What follows belongs to an exercise in optimizing a design on an open flow for small area and a short achievable clock period; a production flow would make more cautious choices. No functional check of the RTL was part of any run shown here.

File: flow/standard.sh
#!/bin/bash
# synth_recipe.tcl (not shown) runs the flow's synth.tcl, then flattens the netlist and writes it again
# the make line also repeats each setting of config.mk as NAME=value (left out here)
make -C /OpenROAD-flow-scripts/flow DESIGN_CONFIG=/design/flow/config.mk WORK_HOME=/design/flow/orfs CLKGATE_MAP_FILE= SYNTH_SCRIPT=/design/flow/synth_recipe.tcl "${@:-finish}"
File: flow/flow/run.sh
#!/bin/bash
# The standard layout (standard.sh), with these make settings:
#   ADDER_MAP_FILE=  (no full/half-adder cell extraction before abc)
#   ABC_AREA=1
# Constraints and clock period are the standard flow's. make's output goes to make.log;
# each ORFS step keeps its own log under orfs/logs.
set -euo pipefail
bash standard.sh ADDER_MAP_FILE= ABC_AREA=1 finish > make.log 2>&1
File: flow/config.mk
export PLATFORM = sky130hd
export DESIGN_NAME = cast_unit
export DESIGN_NICKNAME = cast_unit
export VERILOG_FILES = /design/flow/design.v
export SDC_FILE = /design/flow/constraint.sdc
export NUM_CORES = 4
export LEC_CHECK = 0
export CAP_MARGIN = 20
export CORE_MARGIN = 2
export CORE_UTILIZATION = 40
export SLEW_MARGIN = 20
File: flow/constraint.sdc
create_clock -name core_clock -period 24.0 [get_ports {clk}]
set_input_delay 4.8000 -clock core_clock [delete_from_list [all_inputs] [get_ports {clk}]]
set_output_delay 4.8000 -clock core_clock [all_outputs]
set_load 0.01 [all_outputs]
File: flow/design.v
module cast_unit_add32 (
    input  wire [31:0] a,
    input  wire [30:0] b,
    output wire [31:0] s
);
    wire [31:0]  bb = {b, 1'b0};
    wire [191:0] g, p;
    assign g[31:0] = a & bb;
    assign p[31:0] = a ^ bb;
    genvar l, i;
    generate
        for (l = 0; l < 5; l = l + 1) begin : lv
            for (i = 0; i < 32; i = i + 1) begin : bt
                if ((i >> l) & 1) begin : n
                    localparam integer J = ((i >> l) << l) - 1;
                    assign g[(l+1)*32+i] = g[l*32+i] | (p[l*32+i] & g[l*32+J]);
                    assign p[(l+1)*32+i] = p[l*32+i] & p[l*32+J];
                end else begin : w
                    assign g[(l+1)*32+i] = g[l*32+i];
                    assign p[(l+1)*32+i] = p[l*32+i];
                end
            end
        end
    endgenerate
    assign s = p[31:0] ^ {g[190:160], 1'b0};
endmodule
module cast_unit_cout32 (
    input  wire [31:0] a,
    input  wire [31:0] b,
    output wire        co
);
    wire [63:0] g, p;
    assign g[31:0] = a & b;
    assign p[31:0] = a ^ b;
    genvar i;
    generate
        for (i = 0; i < 16; i = i + 1) begin : l1
            assign g[32+i] = g[2*i+1] | (p[2*i+1] & g[2*i]);
            assign p[32+i] = p[2*i+1] & p[2*i];
        end
        for (i = 0; i < 8; i = i + 1) begin : l2
            assign g[48+i] = g[32+2*i+1] | (p[32+2*i+1] & g[32+2*i]);
            assign p[48+i] = p[32+2*i+1] & p[32+2*i];
        end
        for (i = 0; i < 4; i = i + 1) begin : l3
            assign g[56+i] = g[48+2*i+1] | (p[48+2*i+1] & g[48+2*i]);
            assign p[56+i] = p[48+2*i+1] & p[48+2*i];
        end
        for (i = 0; i < 2; i = i + 1) begin : l4
            assign g[60+i] = g[56+2*i+1] | (p[56+2*i+1] & g[56+2*i]);
            assign p[60+i] = p[56+2*i+1] & p[56+2*i];
        end
    endgenerate
    assign g[63:62] = 2'b00;
    assign p[63:62] = 2'b00;
    assign co = g[61] | (p[61] & g[60]);
endmodule
module cast_unit_round #(parameter [31:0] KN = 32'd0) (
    input  wire [31:0] cs,
    input  wire [30:0] cc,
    input  wire [31:0] y,
    output wire [31:0] ao,
    output wire [31:0] yo,
    output wire [31:0] cso,
    output wire [30:0] cco
);
    wire [31:0] xa;
    cast_unit_add32 add (.a(cs), .b(cc), .s(xa));
    assign yo  = {y[19:0], y[31:20]} ^ xa;
    assign ao  = {xa[11:0], xa[31:12]};
    assign cso = ao ^ KN;
    wire [31:0] ccw = (KN & (ao | yo)) | (~KN & ~ao & yo);
    assign cco = ccw[30:0];
endmodule
module cast_unit (
    input  wire        clk,
    input  wire        rst,
    input  wire        in_valid,
    input  wire [5:0]  in_src_fmt,
    input  wire [5:0]  in_dst_fmt,
    input  wire [1:0]  in_round,
    input  wire        in_ovf,
    input  wire [31:0] in_code,
    input  wire [63:0] in_seed,
    input  wire [15:0] in_tag,
    input  wire [47:0] in_idx,
    output reg         out_valid,
    output reg  [31:0] out_code,
    output reg         out_sat,
    output reg         out_nan,
    output reg         out_err
);
    localparam [31:0] K1 = 32'h9E37_79B9, K2 = 32'h3C6E_F372,
                      K3 = 32'hDAA6_6D2B, K4 = 32'h78DD_E6E4;
    wire [5:0]  sf = in_src_fmt;
    wire [31:0] c  = in_code;
    wire sF32 = (sf == 6'h01), sB16 = (sf == 6'h02), sF16 = (sf == 6'h03);
    wire sE43 = (sf == 6'h04), sE52 = (sf == 6'h05), sE32 = (sf == 6'h06);
    wire sE23 = (sf == 6'h07), sE21 = (sf == 6'h08);
    wire sI32 = (sf == 6'h10), sI16 = (sf == 6'h11), sI8  = (sf == 6'h12);
    wire sU8  = (sf == 6'h13), sI4  = (sf == 6'h14), sU4  = (sf == 6'h15);
    wire sI3  = (sf == 6'h16), sI2  = (sf == 6'h17), sTN  = (sf == 6'h18);
    wire sMK  = (sf == 6'h19);
    wire s_fl = sF32 | sB16 | sF16 | sE43 | sE52 | sE32 | sE23 | sE21;
    wire s_in = sI32 | sI16 | sI8 | sU8 | sI4 | sU4 | sI3 | sI2 | sTN | sMK;
    wire        f_sg = (sF32 & c[31]) | ((sB16 | sF16) & c[15]) | ((sE43 | sE52) & c[7]) |
                       ((sE32 | sE23) & c[5]) | (sE21 & c[3]);
    wire [7:0]  f_ef = ({8{sF32}} & c[30:23]) | ({8{sB16}} & c[14:7]) |
                       ({8{sF16}} & {3'd0, c[14:10]}) | ({8{sE43}} & {4'd0, c[6:3]}) |
                       ({8{sE52}} & {3'd0, c[6:2]}) | ({8{sE32}} & {5'd0, c[4:2]}) |
                       ({8{sE23}} & {6'd0, c[4:3]}) | ({8{sE21}} & {6'd0, c[2:1]});
    wire [22:0] f_mf = ({23{sF32}} & c[22:0]) | ({23{sB16}} & {c[6:0], 16'd0}) |
                       ({23{sF16}} & {c[9:0], 13'd0}) | ({23{sE43 | sE23}} & {c[2:0], 20'd0}) |
                       ({23{sE52 | sE32}} & {c[1:0], 21'd0}) | ({23{sE21}} & {c[0], 22'd0});
    wire        f_efmax = (sF32 & (&c[30:23])) | (sB16 & (&c[14:7])) | (sF16 & (&c[14:10])) |
                          (sE43 & (&c[6:3])) | (sE52 & (&c[6:2]));
    wire        f_hasinf = sF32 | sB16 | sF16 | sE52;
    wire        f_efz  = (f_ef == 8'd0);
    wire        f_mz   = (f_mf == 23'd0);
    wire        fl_inf = f_hasinf & f_efmax & f_mz;
    wire        fl_nan = (f_hasinf & f_efmax & ~f_mz) | (sE43 & f_efmax & (&c[2:0]));
    wire [7:0]  f_bias = ({8{sF32 | sB16}} & 8'd127) | ({8{sF16 | sE52}} & 8'd15) |
                         ({8{sE43}} & 8'd7) | ({8{sE32}} & 8'd3) | ({8{sE23 | sE21}} & 8'd1);
    wire [7:0]  f_e    = {f_ef[7:1], f_ef[0] | f_efz} - f_bias;
    wire        tern_n = (c[1:0] == 2'd0), tern_p = (c[1:0] == 2'd2);
    wire        i_neg  = (sI32 & c[31]) | (sI16 & c[15]) | (sI8 & c[7]) | (sI4 & c[3]) |
                         (sI3 & c[2]) | (sI2 & c[1]) | (sTN & tern_n);
    wire [31:0] i_sx   = ({32{sI32}} & c) | ({32{sI16}} & {{16{c[15]}}, c[15:0]}) |
                         ({32{sI8}} & {{24{c[7]}}, c[7:0]}) | ({32{sU8}} & {24'd0, c[7:0]}) |
                         ({32{sI4}} & {{28{c[3]}}, c[3:0]}) | ({32{sU4}} & {28'd0, c[3:0]}) |
                         ({32{sI3}} & {{29{c[2]}}, c[2:0]}) | ({32{sI2}} & {{30{c[1]}}, c[1:0]}) |
                         ({32{sTN}} & {{31{tern_n}}, tern_n | tern_p}) | ({32{sMK}} & {31'd0, c[0]});
    wire [31:0] por;
    cast_unit_por por_i (.v(i_sx), .o(por));
    wire [31:0] i_mag  = i_sx ^ ({32{i_neg}} & por);
    reg        a_valid;
    reg [31:0] a_fin;        
    reg [7:0]  a_e31;
    reg        a_sgn, a_nan, a_inf, a_sok;
    reg [5:0]  a_dst;
    reg [1:0]  a_rnd;
    reg        a_ovf;
    reg [31:0] a_x, a_y;
    always @(posedge clk) begin
        if (rst)
            a_valid <= 1'b0;
        else
            a_valid <= in_valid;
        a_fin  <= s_fl ? {~f_efz, f_mf, 8'd0} : i_mag;
        a_e31  <= s_fl ? f_e : 8'd31;
        a_sgn  <= s_fl ? f_sg : i_neg;
        a_nan  <= s_fl & fl_nan;
        a_inf  <= s_fl & fl_inf;
        a_sok  <= s_fl | s_in;
        a_dst  <= in_dst_fmt;
        a_rnd  <= in_round;
        a_ovf  <= in_ovf;
        a_x    <= in_idx[31:0] ^ in_seed[31:0];
        a_y    <= {in_tag, in_idx[47:32]} ^ in_seed[63:32];
    end
    wire [31:0] cs1  = a_x ^ a_y ^ K1;
    wire [31:0] cc1w = (a_x & a_y) | (a_x & K1) | (a_y & K1);
    wire [31:0] a1, y1, cs2, a2, y2, cs3_u;
    wire [30:0] cc2, cc3_u;
    cast_unit_round #(.KN(K2)) rd1 (.cs(cs1), .cc(cc1w[30:0]), .y(a_y), .ao(a1), .yo(y1), .cso(cs2), .cco(cc2));
    cast_unit_round #(.KN(K3)) rd2 (.cs(cs2), .cc(cc2), .y(y1), .ao(a2), .yo(y2), .cso(cs3_u), .cco(cc3_u));
    wire [31:0]       f_in   = a_fin;
    wire signed [9:0] e31    = {{2{a_e31[7]}}, a_e31};
    wire              v_zero = ~(|f_in);
    wire [4:0] lz, tz;
    cast_unit_lzc lzc (.v(f_in), .n(lz));
    cast_unit_lzc tzc (.v({f_in[0], f_in[1], f_in[2], f_in[3], f_in[4], f_in[5], f_in[6], f_in[7],
                           f_in[8], f_in[9], f_in[10], f_in[11], f_in[12], f_in[13], f_in[14], f_in[15],
                           f_in[16], f_in[17], f_in[18], f_in[19], f_in[20], f_in[21], f_in[22], f_in[23],
                           f_in[24], f_in[25], f_in[26], f_in[27], f_in[28], f_in[29], f_in[30], f_in[31]}),
                       .n(tz));
    wire dF32 = (a_dst == 6'h01), dB16 = (a_dst == 6'h02), dF16 = (a_dst == 6'h03);
    wire dE43 = (a_dst == 6'h04), dE52 = (a_dst == 6'h05), dE32 = (a_dst == 6'h06);
    wire dE23 = (a_dst == 6'h07), dE21 = (a_dst == 6'h08);
    wire d_fl = dF32 | dB16 | dF16 | dE43 | dE52 | dE32 | dE23 | dE21;
    wire d_in = (a_dst[5:3] == 3'b010) | (a_dst == 6'h18) | (a_dst == 6'h19);
    wire [5:0] d_cm   = ({6{dF32}} & 6'd31) | ({6{dB16}} & 6'd47) | ({6{dF16}} & 6'd44) |
                        ({6{dE43 | dE23}} & 6'd51) | ({6{dE52 | dE32}} & 6'd52) | ({6{dE21}} & 6'd53);
    wire [6:0] d_bm   = ({7{dF32 | dB16}} & 7'd126) | ({7{dF16 | dE52}} & 7'd14) |
                        ({7{dE43}} & 7'd6) | ({7{dE32}} & 7'd2);
    wire signed [9:0] eb   = e31 + $signed({3'd0, d_bm});
    wire              sub  = d_fl & ($signed({5'd0, lz}) > eb);
    wire signed [9:0] t_i  = $signed(10'd54) - e31;
    wire signed [9:0] t_f  = $signed({4'd0, d_cm}) - (sub ? eb : $signed({5'd0, lz}));
    wire signed [9:0] t0   = d_fl ? t_f : t_i;
    wire [6:0]        t    = t0[9] ? 7'd0 : (t0 > 10'sd70) ? 7'd127 : t0[6:0];
    wire [47:0]       u;
    cast_unit_shr shr (.v(f_in), .t(t), .u(u));
    wire              lost = ($signed({5'd0, tz}) + $signed(10'd39) < t0);
    wire signed [9:0] lg   = e31 - $signed({5'd0, lz});
    wire              big  = ~d_fl & (lg > $signed(10'd31));
    wire signed [9:0] ebx  = eb - $signed({5'd0, lz}) + $signed(10'd1);    
    wire              a_err = ~a_sok | ~(d_fl | d_in) | (a_rnd == 2'd3);
    reg        b_valid;
    reg [31:0] b_a, b_y;
    reg [31:0] b_stp;
    reg [15:0] b_f16;
    reg        b_lost, b_rne, b_sr, b_rtz;
    reg        b_sgn, b_err, b_nan, b_inf, b_zero, b_big, b_sub, b_ovf;
    reg [5:0]  b_dst;
    reg [7:0]  b_ebx;
    always @(posedge clk) begin
        if (rst)
            b_valid <= 1'b0;
        else
            b_valid <= a_valid;
        b_a    <= a2;
        b_y    <= y2;
        b_stp  <= u[47:16];
        b_f16  <= u[15:0];
        b_lost <= lost;
        b_rne  <= (a_rnd == 2'd0);
        b_sr   <= (a_rnd == 2'd2);
        b_rtz  <= (a_rnd == 2'd1);
        b_sgn  <= a_sgn;
        b_err  <= a_err;
        b_nan  <= a_nan;
        b_inf  <= a_inf;
        b_zero <= v_zero;
        b_big  <= big;
        b_sub  <= sub;
        b_ovf  <= a_ovf;
        b_dst  <= a_dst;
        b_ebx  <= ebx[7:0];
    end
    wire [31:0] cs3  = b_a ^ K3;
    wire [31:0] cc3w = (K3 & (b_a | b_y)) | (~K3 & ~b_a & b_y);
    wire [31:0] a3, y3, cs4, a4, y4, cs5_u;
    wire [30:0] cc4, cc5_u;
    cast_unit_round #(.KN(K4)) rd3 (.cs(cs3), .cc(cc3w[30:0]), .y(b_y), .ao(a3), .yo(y3), .cso(cs4), .cco(cc4));
    cast_unit_round #(.KN(32'd0)) rd4 (.cs(cs4), .cc(cc4), .y(y3), .ao(a4), .yo(y4), .cso(cs5_u), .cco(cc5_u));
    wire [31:0] ev  = ~a4 & y4;
    wire [31:0] e2  = {ev[30:0], 1'b0};
    wire [31:0] ff  = {b_f16, 16'd0};
    wire [31:0] ts  = a4 ^ e2 ^ ff;
    wire [31:0] tc  = (a4 & e2) | (a4 & ff) | (e2 & ff);
    wire        c_s, c_t;
    cast_unit_cout32 co_s (.a(a4), .b(e2), .co(c_s));
    cast_unit_cout32 co_t (.a(ts), .b({tc[30:0], 1'b0}), .co(c_t));
    wire        sr_up  = c_s ? (tc[31] & c_t) : (tc[31] ^ c_t);
    wire        rne_up = b_f16[15] & ((|b_f16[14:0]) | b_lost | b_stp[0]);
    wire        up     = (b_rne & rne_up) | (b_sr & sr_up);
    wire eF32 = (b_dst == 6'h01), eB16 = (b_dst == 6'h02), eF16 = (b_dst == 6'h03);
    wire eE43 = (b_dst == 6'h04), eE52 = (b_dst == 6'h05), eE32 = (b_dst == 6'h06);
    wire eE23 = (b_dst == 6'h07), eE21 = (b_dst == 6'h08);
    wire eI32 = (b_dst == 6'h10), eI16 = (b_dst == 6'h11), eI8  = (b_dst == 6'h12);
    wire eU8  = (b_dst == 6'h13), eI4  = (b_dst == 6'h14), eU4  = (b_dst == 6'h15);
    wire eI3  = (b_dst == 6'h16), eI2  = (b_dst == 6'h17), eTN  = (b_dst == 6'h18);
    wire eMK  = (b_dst == 6'h19);
    wire e_fl = eF32 | eB16 | eF16 | eE43 | eE52 | eE32 | eE23 | eE21;
    wire [7:0]  ex  = b_sub ? 8'd0 : b_ebx;
    wire [31:0] m   = b_stp;
    wire [31:0] fmag0 = ({32{eF32}} & {1'b0, ex, m[22:0]}) | ({32{eB16}} & {16'd0, 1'b0, ex, m[6:0]}) |
                        ({32{eF16}} & {13'd0, 1'b0, ex, m[9:0]}) | ({32{eE43 | eE23}} & {20'd0, 1'b0, ex, m[2:0]}) |
                        ({32{eE52 | eE32}} & {21'd0, 1'b0, ex, m[1:0]}) | ({32{eE21}} & {22'd0, 1'b0, ex, m[0]});
    wire [31:0] mag0 = e_fl ? fmag0 : m;
    wire [31:0] lim = ({32{eF32}} & 32'h7F7F_FFFF) | ({32{eB16}} & 32'h7F7F) | ({32{eF16}} & 32'h7BFF) |
                      ({32{eE43}} & 32'h7E) | ({32{eE52}} & 32'h7B) | ({32{eE32 | eE23}} & 32'h1F) |
                      ({32{eE21}} & 32'h7) |
                      ({32{eI32}} & {b_sgn, {31{~b_sgn}}}) | ({32{eI16}} & {16'd0, b_sgn, {15{~b_sgn}}}) |
                      ({32{eI8}} & {24'd0, b_sgn, {7{~b_sgn}}}) | ({32{eU8}} & {24'd0, {8{~b_sgn}}}) |
                      ({32{eI4}} & {28'd0, b_sgn, {3{~b_sgn}}}) | ({32{eU4}} & {28'd0, {4{~b_sgn}}}) |
                      ({32{eI3}} & {29'd0, b_sgn, {2{~b_sgn}}}) | ({32{eI2}} & {30'd0, b_sgn, ~b_sgn}) |
                      ({32{eTN}} & 32'd1);
    wire        gt   = b_big | (mag0 > lim);
    wire        eq   = ~b_big & (mag0 == lim);
    wire        neg  = b_sgn & ~e_fl;
    wire [31:0] ma   = mag0 ^ {32{neg}};
    wire [31:0] pand;                            
    assign pand[0] = 1'b1;
    genvar gi;
    generate
        for (gi = 1; gi < 32; gi = gi + 1) begin : pa
            assign pand[gi] = pand[gi-1] & ma[gi-1];
        end
    endgenerate
    wire [31:0] sbit = {b_sgn & eF32, 15'd0, b_sgn & (eB16 | eF16), 7'd0, b_sgn & (eE43 | eE52), 1'b0,
                        b_sgn & (eE32 | eE23), 1'b0, b_sgn & eE21, 3'd0};
    wire [31:0] wmask = ({32{eI32}} & 32'hFFFF_FFFF) | ({32{eI16}} & 32'hFFFF) | ({32{eI8 | eU8}} & 32'hFF) |
                        ({32{eI4 | eU4}} & 32'hF) | ({32{eI3}} & 32'h7) | ({32{eI2}} & 32'h3);
    wire        inf_ok = b_ovf & ~b_rtz;
    reg [31:0]  ovf_code;
    always @* begin
        ovf_code = sbit | lim;
        if (inf_ok & eF32) ovf_code = sbit | 32'h7F80_0000;
        if (inf_ok & eB16) ovf_code = sbit | 32'h7F80;
        if (inf_ok & eF16) ovf_code = sbit | 32'h7C00;
        if (inf_ok & eE52) ovf_code = sbit | 32'h7C;
        if (inf_ok & eE43) ovf_code = sbit | 32'h7F;
        if (~e_fl) ovf_code = lim;
        if (eTN) ovf_code = b_sgn ? 32'd0 : 32'd2;
    end
    wire [31:0] rc0, rc1;
    wire        rs0, rs1;
    cast_unit_pick p0 (.err(b_err), .mask(eMK), .nan(b_nan), .inf(b_inf), .zero(b_zero), .fl(e_fl), .tern(eTN),
                       .sgn(b_sgn), .over(gt), .res(ma ^ ({32{neg}} & pand)), .r1(mag0[0]),
                       .sbit(sbit), .wmask(wmask), .ovf_code(ovf_code), .code(rc0), .sat(rs0));
    cast_unit_pick p1 (.err(b_err), .mask(eMK), .nan(b_nan), .inf(b_inf), .zero(b_zero), .fl(e_fl), .tern(eTN),
                       .sgn(b_sgn), .over(gt | eq), .res(ma ^ ({32{~neg}} & pand)), .r1(1'b1),
                       .sbit(sbit), .wmask(wmask), .ovf_code(ovf_code), .code(rc1), .sat(rs1));
    wire [31:0] nan_code = ({32{eF32}} & 32'h7FC0_0000) | ({32{eB16}} & 32'h7FC0) | ({32{eF16}} & 32'h7E00) |
                           ({32{eE43}} & 32'h7F) | ({32{eE52}} & 32'h7E) | ({32{eTN}} & 32'd1);
    always @(posedge clk) begin
        if (rst)
            out_valid <= 1'b0;
        else
            out_valid <= b_valid;
        out_code <= (~b_err & ~eMK & b_nan) ? nan_code : (up ? rc1 : rc0);
        out_sat  <= up ? rs1 : rs0;
        out_nan  <= b_nan & ~b_err;
        out_err  <= b_err;
    end
endmodule
module cast_unit_pick (
    input  wire        err, mask, nan, inf, zero, fl, tern, sgn, over,
    input  wire [31:0] res,
    input  wire        r1,
    input  wire [31:0] sbit, wmask, ovf_code,
    output reg  [31:0] code,
    output reg         sat
);
    always @* begin
        code = 32'd0;
        sat  = 1'b0;
        if (err) begin
            code = 32'd0;
        end else if (mask) begin
            code = {31'd0, ~zero};
        end else if (nan) begin
            code = 32'd0;
        end else if (inf) begin
            code = ovf_code;
            sat  = 1'b1;
        end else if (zero) begin
            code = fl ? sbit : {31'd0, tern};
        end else if (over) begin
            code = ovf_code;
            sat  = 1'b1;
        end else if (fl) begin
            code = sbit | res;
        end else if (tern) begin
            code = r1 ? (sgn ? 32'd0 : 32'd2) : 32'd1;
        end else begin
            code = res & wmask;
        end
    end
endmodule
module cast_unit_por (
    input  wire [31:0] v,
    output wire [31:0] o
);
    wire [191:0] q;
    assign q[31:0] = v;
    genvar l, i;
    generate
        for (l = 0; l < 5; l = l + 1) begin : lv
            for (i = 0; i < 32; i = i + 1) begin : bt
                if ((i >> l) & 1) begin : n
                    localparam integer J = ((i >> l) << l) - 1;
                    assign q[(l+1)*32+i] = q[l*32+i] | q[l*32+J];
                end else begin : w
                    assign q[(l+1)*32+i] = q[l*32+i];
                end
            end
        end
    endgenerate
    assign o = {q[190:160], 1'b0};
endmodule
module cast_unit_shr (
    input  wire [31:0] v,
    input  wire [6:0]  t,
    output wire [47:0] u
);
    wire [31:0]  w0 = v;
    wire [32:0]  w1;
    wire [34:0]  w2;
    wire [38:0]  w3;
    wire [46:0]  w4;
    wire [62:0]  w5;
    wire [94:0]  w6;
    wire [158:0] w7;
    genvar k;
    generate
        for (k = 0; k < 33; k = k + 1) begin : s0
            wire hi = (k     <= 31) ? w0[(k     <= 31) ? k     : 0] : 1'b0;    
            wire lo = (k - 1 >= 0)  ? w0[(k - 1 >= 0)  ? k - 1 : 0] : 1'b0;    
            assign w1[k] = t[0] ? hi : lo;
        end
        for (k = 0; k < 35; k = k + 1) begin : s1
            wire hi = (k     <= 32) ? w1[(k     <= 32) ? k     : 0] : 1'b0;
            wire lo = (k - 2 >= 0)  ? w1[(k - 2 >= 0)  ? k - 2 : 0] : 1'b0;
            assign w2[k] = t[1] ? hi : lo;
        end
        for (k = 0; k < 39; k = k + 1) begin : s2
            wire hi = (k     <= 34) ? w2[(k     <= 34) ? k     : 0] : 1'b0;
            wire lo = (k - 4 >= 0)  ? w2[(k - 4 >= 0)  ? k - 4 : 0] : 1'b0;
            assign w3[k] = t[2] ? hi : lo;
        end
        for (k = 0; k < 47; k = k + 1) begin : s3
            wire hi = (k     <= 38) ? w3[(k     <= 38) ? k     : 0] : 1'b0;
            wire lo = (k - 8 >= 0)  ? w3[(k - 8 >= 0)  ? k - 8 : 0] : 1'b0;
            assign w4[k] = t[3] ? hi : lo;
        end
        for (k = 0; k < 63; k = k + 1) begin : s4
            wire hi = (k     <= 46) ? w4[(k     <= 46) ? k     : 0] : 1'b0;
            wire lo = (k - 16 >= 0) ? w4[(k - 16 >= 0) ? k - 16 : 0] : 1'b0;
            assign w5[k] = t[4] ? hi : lo;
        end
        for (k = 0; k < 95; k = k + 1) begin : s5
            wire hi = (k     <= 62) ? w5[(k     <= 62) ? k     : 0] : 1'b0;
            wire lo = (k - 32 >= 0) ? w5[(k - 32 >= 0) ? k - 32 : 0] : 1'b0;
            assign w6[k] = t[5] ? hi : lo;
        end
        for (k = 0; k < 159; k = k + 1) begin : s6
            wire hi = (k     <= 94) ? w6[(k     <= 94) ? k     : 0] : 1'b0;
            wire lo = (k - 64 >= 0) ? w6[(k - 64 >= 0) ? k - 64 : 0] : 1'b0;
            assign w7[k] = t[6] ? hi : lo;
        end
    endgenerate
    assign u = w7[135:88];
endmodule
module cast_unit_lzc (
    input  wire [31:0] v,
    output wire [4:0]  n
);
    wire [15:0] a1;
    wire [15:0] n1;
    genvar i;
    generate
        for (i = 0; i < 16; i = i + 1) begin : l1
            assign a1[i] = v[2*i+1] | v[2*i];
            assign n1[i] = ~v[2*i+1];
        end
    endgenerate
    wire [7:0] a2; wire [15:0] n2;
    generate
        for (i = 0; i < 8; i = i + 1) begin : l2
            assign a2[i] = a1[2*i+1] | a1[2*i];
            assign n2[2*i+1:2*i] = a1[2*i+1] ? {1'b0, n1[2*i+1]} : {1'b1, n1[2*i]};
        end
    endgenerate
    wire [3:0] a3; wire [11:0] n3;
    generate
        for (i = 0; i < 4; i = i + 1) begin : l3
            assign a3[i] = a2[2*i+1] | a2[2*i];
            assign n3[3*i+2:3*i] = a2[2*i+1] ? {1'b0, n2[4*i+3:4*i+2]} : {1'b1, n2[4*i+1:4*i]};
        end
    endgenerate
    wire [1:0] a4; wire [7:0] n4;
    generate
        for (i = 0; i < 2; i = i + 1) begin : l4
            assign a4[i] = a3[2*i+1] | a3[2*i];
            assign n4[4*i+3:4*i] = a3[2*i+1] ? {1'b0, n3[6*i+5:6*i+3]} : {1'b1, n3[6*i+2:6*i]};
        end
    endgenerate
    assign n = a4[1] ? {1'b0, n4[7:4]} : {1'b1, n4[3:0]};
endmodule
==> results of run 1 <==
## final cells by class
| cell class | instances | area [um^2] | share of cell area (%) |
|---|---|---|---|
| Sequential cell | 293 | 5866 | 17.21 |
| Inverter | 766 | 2875 | 8.436 |
| Timing Repair Buffer | 226 | 2230 | 6.542 |
| Multi-Input combinational cell | 4259 | 20650 | 60.58 |
| Clock buffer | 47 | 1022 | 2.999 |
| Clock inverter | 15 | 230.2 | 0.6755 |
| Tap cell | 969 | 1212 | 3.557 |
## layer usage
metal / routed length (um) / share of wire, % / global-route usage [%] / vias to the layer above
met1: 49600 / 47 / 36.87 / 15560
met5: 0 / 0 / 0 / -
met3: 6253 / 6.0 / 2.674 / 188
met4: 3426 / 3.3 / 8.626 / 0
li1: - / - / - / 17950
met2: 45500 / 43 / 42.72 / 1127
## state kept, by name, indices dropped and copies added (netlist names), 2 cells and up
name / flops
a_dst: 6
b_dst: 6
b_f16: 16
a_y: 32
out_code: 32
a_fin: 32
b_stp: 32
a_e31: 8
b_y: 32
a_x: 32
b_ebx: 8
b_a: 32
a_rnd: 2
## worst max-delay path by stage
stage / start / endpoint / slack (ns) / depth (start not counted)
detailed placement: in_code[0] / a_fin[30] / 14.42 / 25
global placement: in_code[0] / a_fin[30] / 14.49 / 25
finish: in_code[0] / a_fin[30] / 14.91 / 25
CTS: in_code[0] / a_fin[30] / 14.95 / 25
global route: in_src_fmt[3] / a_fin[30] / 14.37 / 28
floorplan: in_src_fmt[2] / a_fin[30] / 15.72 / 28
## cell usage in the layout, fill, tap and decap left out, types with 10 or more instances in the layout
cell	instances
nand2_1	1665
nand3_1	839
inv_1	708
nor2_1	525
dfxtp_1	293
a21oi_1	228
clkdlybuf4s50_1	213
o21ai_0	189
xor2_1	169
nand4_1	110
nor3_1	66
xnor2_1	57
inv_2	48
nand2_2	46
clkbuf_16	36
o21ai_1	29
o211ai_1	27
nand3b_1	27
a31oi_1	21
nor4_1	21
nor2_2	20
o22ai_1	20
or2_2	19
a221oi_1	18
a21boi_0	16
o221ai_1	14
buf_4	13
o21a_1	11
clkinv_1	10
## worst register-to-register path: cells and delay by family, from the launching register on
family / cells / cell delay, ns
AND/OR/NAND/NOR: 16 / 3.07
AO/OA/AOI/OAI: 10 / 1.51
buffers and inverters: 7 / 1.49
flip-flops: 1 / 0.43
## cell families after synthesis
kind of cell             Yosys count
AND/OR/NAND/NOR                 3381
buffers and inverters            864
AO/OA/AOI/OAI                    642
flip-flops                       293
XOR/XNOR                         234
adder cells (fa/ha/maj)            2
## stage by stage
step                utilization (%)  cells  hold WS, ns
floorplan                         -   5416       0.3096
global placement              44.32   6513       0.3105
detailed placement            44.32   6513       0.3147
CTS                           46.01   6575       0.3291
global route                  46.02   6575       0.3382
finish                        46.02   6575       0.3269
==> impl_metrics.ini, run 1 <==
[final_layout]
layout.nets = 5759
drive_gt1_share_pct = 4.388
num-fill-cells = 8194
n_antenna_cell = 0
area_growth_pct = 14.27
fin_area_um2 = 34080

[setup_path]
worstRegToRegCells = 33
worst_setup_path_end_kind = flip-flop
cpPeakStageDelay_ns = 0.64
r2r_setup_slack_ns = 17.38
rr_endpoint = out_code[22]
r2r_start = b_dst[0]
cp_num_buf_inv = 5
slowest_stage = clkdlybuf4s50_1
cp_top_family = simple AND/OR/NAND/NOR gates
crit_type = primary input to flip-flop
cp_max_fo = 9
critPathLaunchType = primary input
cp.required_ns = 24.40
cp.arrival_ns = 9.48

[clocking]
cts.sinks = 293
clockRootBuffer = clkbuf_16
htree_levels = 2
cts_buffers = 35
cts_resized = 0
clk_pin_slew_ns = 0.06
holdBufCountCts = 0
clockBufferDepth = 3
clkLatencyLatePin_ns = 0.57
post_cts.repair.setup_buffers = 0
cts_tree = done

[synthesis]
yosysTopAreaCell = nand2_1
yosys_most_used_dff = dfxtp_1
ys_warn_count = 2
synthAdderAreaFrac_pct = 0.06712
synth-compound-area-share_pct = 12.55
synth_top_area_share_pct = 20.95
synth_fp_nets = 5594
synth.area.top_cells = nand2_1 21%, dfxtp_1 20%, nand3_1 14%, inv_1 8.9%, nor2_1 6.6%
syn_inst = 5416
ys_ff_latch = 293
synth_top_family_by_area = simple AND/OR/NAND/NOR gates
synth_edf_count = 0
synth_mux_area_share_pct = 0
synth_common_cells = 1665 x nand2_1, 839 x nand3_1, 709 x inv_1
synth.distinct_cells = 77
ys_seq_area_share_pct = 19.67
async_flop_share_pct = 0
synth_xor_area_share_pct = 7.202
synth_area_per_cell_um2 = 5.507
yosys.cell_count.top_type = nand2_1
synthSimpleGateAreaFrac_pct = 49.32
syn_area_um2 = 29830

[placement]
pre_cts_ws_ns = 14.42
dp_hpwl_mm = 87.60
dpl_cell_area_um2 = 32830
port_buffers = 213
place_congestion = 0.9947

[flow_run]
cap_violations = 0

[grt]
antenna_found_initial = 1
grt_pass1_wl_mm = 165.9
grtUsageTotal_pct = 26.48
grt_max_degree = 48
overflow = 0
grt_pass1_vias = 31470

[min_path]
min_to = b_ovf
hold_class = flip-flop to flip-flop
hold_path_depth = 0
hp-start = a_ovf

[timing]
fin_worst_skew_ns = 0.04652
worst_slew_pin_slew_ns = 1.032
slew_headroom_pct = 30.64
hold_viol = 0
final_max_slew_viol_count = 0
fin_crit_ns = 9.088
setup_viol = 0
fin_crit_sh_pct = 37.87
fmax_ghz = 0.1100
rsz0062_at_grt = no
final.setup.tns_ns = 0
fin_ws_ns = 14.91

[die]
dieWidth_um = 277.1
die_y_um = 277.1
initial_utilization_pct = 40.27
die-area_um2 = 76770
core-area_um2 = 74070
io-pin-count = 214
num_rows = 100

[detailed_routing]
drtPass1Iterations = 6
ant_nets = 0
detail_route.wirelength_mm = 104.8
drtIter0Drc = 3237
drc = 0
vias = 34830
wl_per_cell_um = 15.94
drt-vias-per-instance = 5.297

[run_status]
status = no timing/DRC/antenna violations
==> inputs of run 2 (changes only) <==
==> flow/flow/run.sh (replaced) <==
#!/bin/bash
# The standard layout (standard.sh), with these make settings:
#   ADDER_MAP_FILE=  (no full/half-adder cell extraction before abc)
#   ABC_AREA=1 SETUP_SLACK_MARGIN=17
# Constraints and clock period are the standard flow's. make's output goes to make.log;
# each ORFS step keeps its own log under orfs/logs.
set -euo pipefail
bash standard.sh ADDER_MAP_FILE= ABC_AREA=1 SETUP_SLACK_MARGIN=17 finish > make.log 2>&1
==> run 2 against run 1 <==
Against the previous run: worst hold slack worse by 0.0018 ns; global-route usage grew 0.57 points; via count increased by 1.1%.
==> impl_metrics.ini, run 2 <==
[synthesis]
synth.distinct_cells = 77
synth.area.top_cells = nand2_1 21%, dfxtp_1 20%, nand3_1 14%, inv_1 8.9%, nor2_1 6.6%
async_flop_share_pct = 0
syn_inst = 5416
yosys_most_used_dff = dfxtp_1
synth_area_per_cell_um2 = 5.507
yosys.cell_count.top_type = nand2_1
ys_seq_area_share_pct = 19.67
syn_area_um2 = 29830
ys_warn_count = 2
synth_fp_nets = 5594
yosysTopAreaCell = nand2_1
ys_ff_latch = 293
synth_top_area_share_pct = 20.95
synth_edf_count = 0
synth_common_cells = 1665 x nand2_1, 839 x nand3_1, 709 x inv_1

[final_layout]
final_cells = 6641
layout.nets = 5824
final_util_pct = 47.23
area_growth_pct = 17.29
drive_gt1_share_pct = 7.299
n_antenna_cell = 0
final_cell_mix = 1657 x nand2_1, 830 x nand3_1, 689 x inv_1, 501 x nor2_1, 293 x dfxtp_1
final_common_cell = nand2_1

[detailed_routing]
drtPass1Iterations = 6
drt-vias-per-instance = 5.302
drc = 0
wl_per_cell_um = 16.13
ant_nets = 0
detail_route.wirelength_mm = 107.1
drtIter0Drc = 3055
vias = 35210

[clocking]
clkLatencyLatePin_ns = 0.58
clockBufferDepth = 3
clk_pin_slew_ns = 0.06
clockRootBuffer = clkbuf_16
cts.sinks = 293
holdBufCountCts = 0
htree_levels = 2
cts_tree = done
cts_buffers = 35

[grt]
overflow = 0
grt_pass1_vias = 31930
grt_max_degree = 48
met3_usage_pct = 3.341
grt.busiest_layer = met2
met1_usage_pct = 37.23
grt_util_met2_pct = 42.94
antenna_found_initial = 0
grt_pass1_wl_mm = 169.1
grtUsageTotal_pct = 27.05

[setup_path]
slowest_stage = nor4_4
cp.required_ns = 24.43
cpPeakStageDelay_ns = 0.31
cp_top_family = simple AND/OR/NAND/NOR gates
worstRegToRegCells = 39
worst_setup_path_end_kind = flip-flop
crit_type = primary input to flip-flop
r2r_setup_slack_ns = 17.63
r2r_start = b_a[0]
rr_endpoint = out_code[31]
crit_top_cell = nor2_4
cp_max_fo = 4
critPathLaunchType = primary input
cp_num_buf_inv = 5
cp.arrival_ns = 8.02

[timing]
setup_viol = 0
final.setup.tns_ns = 0
fin_worst_skew_ns = 0.04472
fmax_ghz = 0.1317
worst_slew_pin_slew_ns = 1.119
rsz0062_at_grt = yes
hold_viol = 0
slew_headroom_pct = 24.84
final_max_slew_viol_count = 0
fin_crit_ns = 7.593
fin_crit_sh_pct = 31.64

[min_path]
hold_class = flip-flop to flip-flop
hold_path_depth = 0
hp-start = a_ovf
min_to = b_ovf

[placement]
port_buffers = 213
place_congestion = 0.9665
dp_hpwl_mm = 88.36
place_inst = 6512

[die]
core-area_um2 = 74070
initial_utilization_pct = 40.27
dieWidth_um = 277.1
num_rows = 100
io-pin-count = 214
die-area_um2 = 76770
die_y_um = 277.1

[run_status]
status = no timing/DRC/antenna violations

[flow_run]
cap_violations = 0
[run 2: worst register-to-register path, delay by kind of cell, from the launching register on]
kind                   cells  cell delay (ns)
buffers and inverters      3             0.44
XOR/XNOR                   2             0.84
AO/OA/AOI/OAI              2             0.48
flip-flops                 1             0.49
AND/OR/NAND/NOR           32             4.03
[run 2: final cells by class]
type	count	area [um^2]
repair buffers	291	2735
clock inverters	24	290.3
multi-input cells	4259	21050
clock buffers	39	922.1
flip-flops and latches	293	5866
well taps	969	1212
inverters	766	2905
fillers	8032	39090
[run 2: how the worst max path moves through the flow]
| stage | start | end | slack [ns] | cells past startpoint |
|---|---|---|---|---|
| floorplan | in_src_fmt[2] | a_fin[30] | 16.16 | 27 |
| global placement | in_src_fmt[0] | a_e31[6] | 15.01 | 18 |
| detailed placement | in_src_fmt[0] | a_e31[6] | 14.99 | 18 |
| CTS | in_src_fmt[4] | a_fin[30] | 16.59 | 29 |
| global route | in_src_fmt[4] | a_fin[30] | 16.23 | 29 |
| finish | in_src_fmt[4] | a_fin[30] | 16.41 | 29 |
[run 2: kinds of logic after synthesis]
group	Yosys count	share of synthesized area (%)
adder cells (fa/ha/maj)	2	0.06712
flip-flops	293	19.67
buffers and inverters	864	11.20
AND/OR/NAND/NOR	3381	49.32
AO/OA/AOI/OAI	642	12.55
XOR/XNOR	234	7.203
[run 2: repair_timing]
| item | in CTS | in global routing |
|---|---|---|
| cloned | 1 | 0 |
| resized for setup | 114 | 30 |
| setup buffers | 48 | 17 |
| setup endpoints to repair | 37 | 81 |
| pin swaps | 25 | 21 |
| hold endpoints to repair | 0 | 0 |
[run 2: stage by stage]
step	hold WS (ns)	cell area (um^2)	worst slack, ns
final	0.3251	34980	16.41
after global routing	0.3452	34980	16.23
after CTS	0.3283	34740	16.59
after detailed placement	0.3153	32920	14.99
after global placement	0.3107	32920	15.01
after floorplan	0.3096	29930	16.16
[run 2: layer usage]
| layer | vias up | wire length [um] |
|---|---|---|
| li1 | 18080 | - |
| met1 | 15640 | 49770 |
| met2 | 1267 | 45950 |
| met3 | 225 | 7029 |
| met4 | 0 | 4391 |
| met5 | - | 0 |

## separate check: timing with driven ports
How much do the figures lean on ideal ports? The routed layouts below were timed once more, with nothing changed but the port constraints. Step 1 sets driving cells, clkbuf_16 on the clock port and buf_2 on the other inputs (assumed; they add their load-dependent delay and slew). Step 2, shift: input delay + t, output delay - t, t = (earliest + latest rising clock arrival at the registers) / 2. This alone moves slack from input paths to output paths. a / b / c = ideal / step 1 / step 2; a / b = the first two.
| run | t (ns) | setup WS [ns] | worst data-port slew with drivers (ns) |
|---|---|---|---|
| run 1 | 0.614 | 14.912 / 14.951 / 14.337 | 0.05 |
| run 2 | 0.619 | 16.407 / 16.433 / 15.814 | 0.05 |
After both steps setup and hold are still met in every run listed. The setup slack of run 2, which loses most, moves by +0.026 ns with the drivers and by -0.593 ns with both steps.
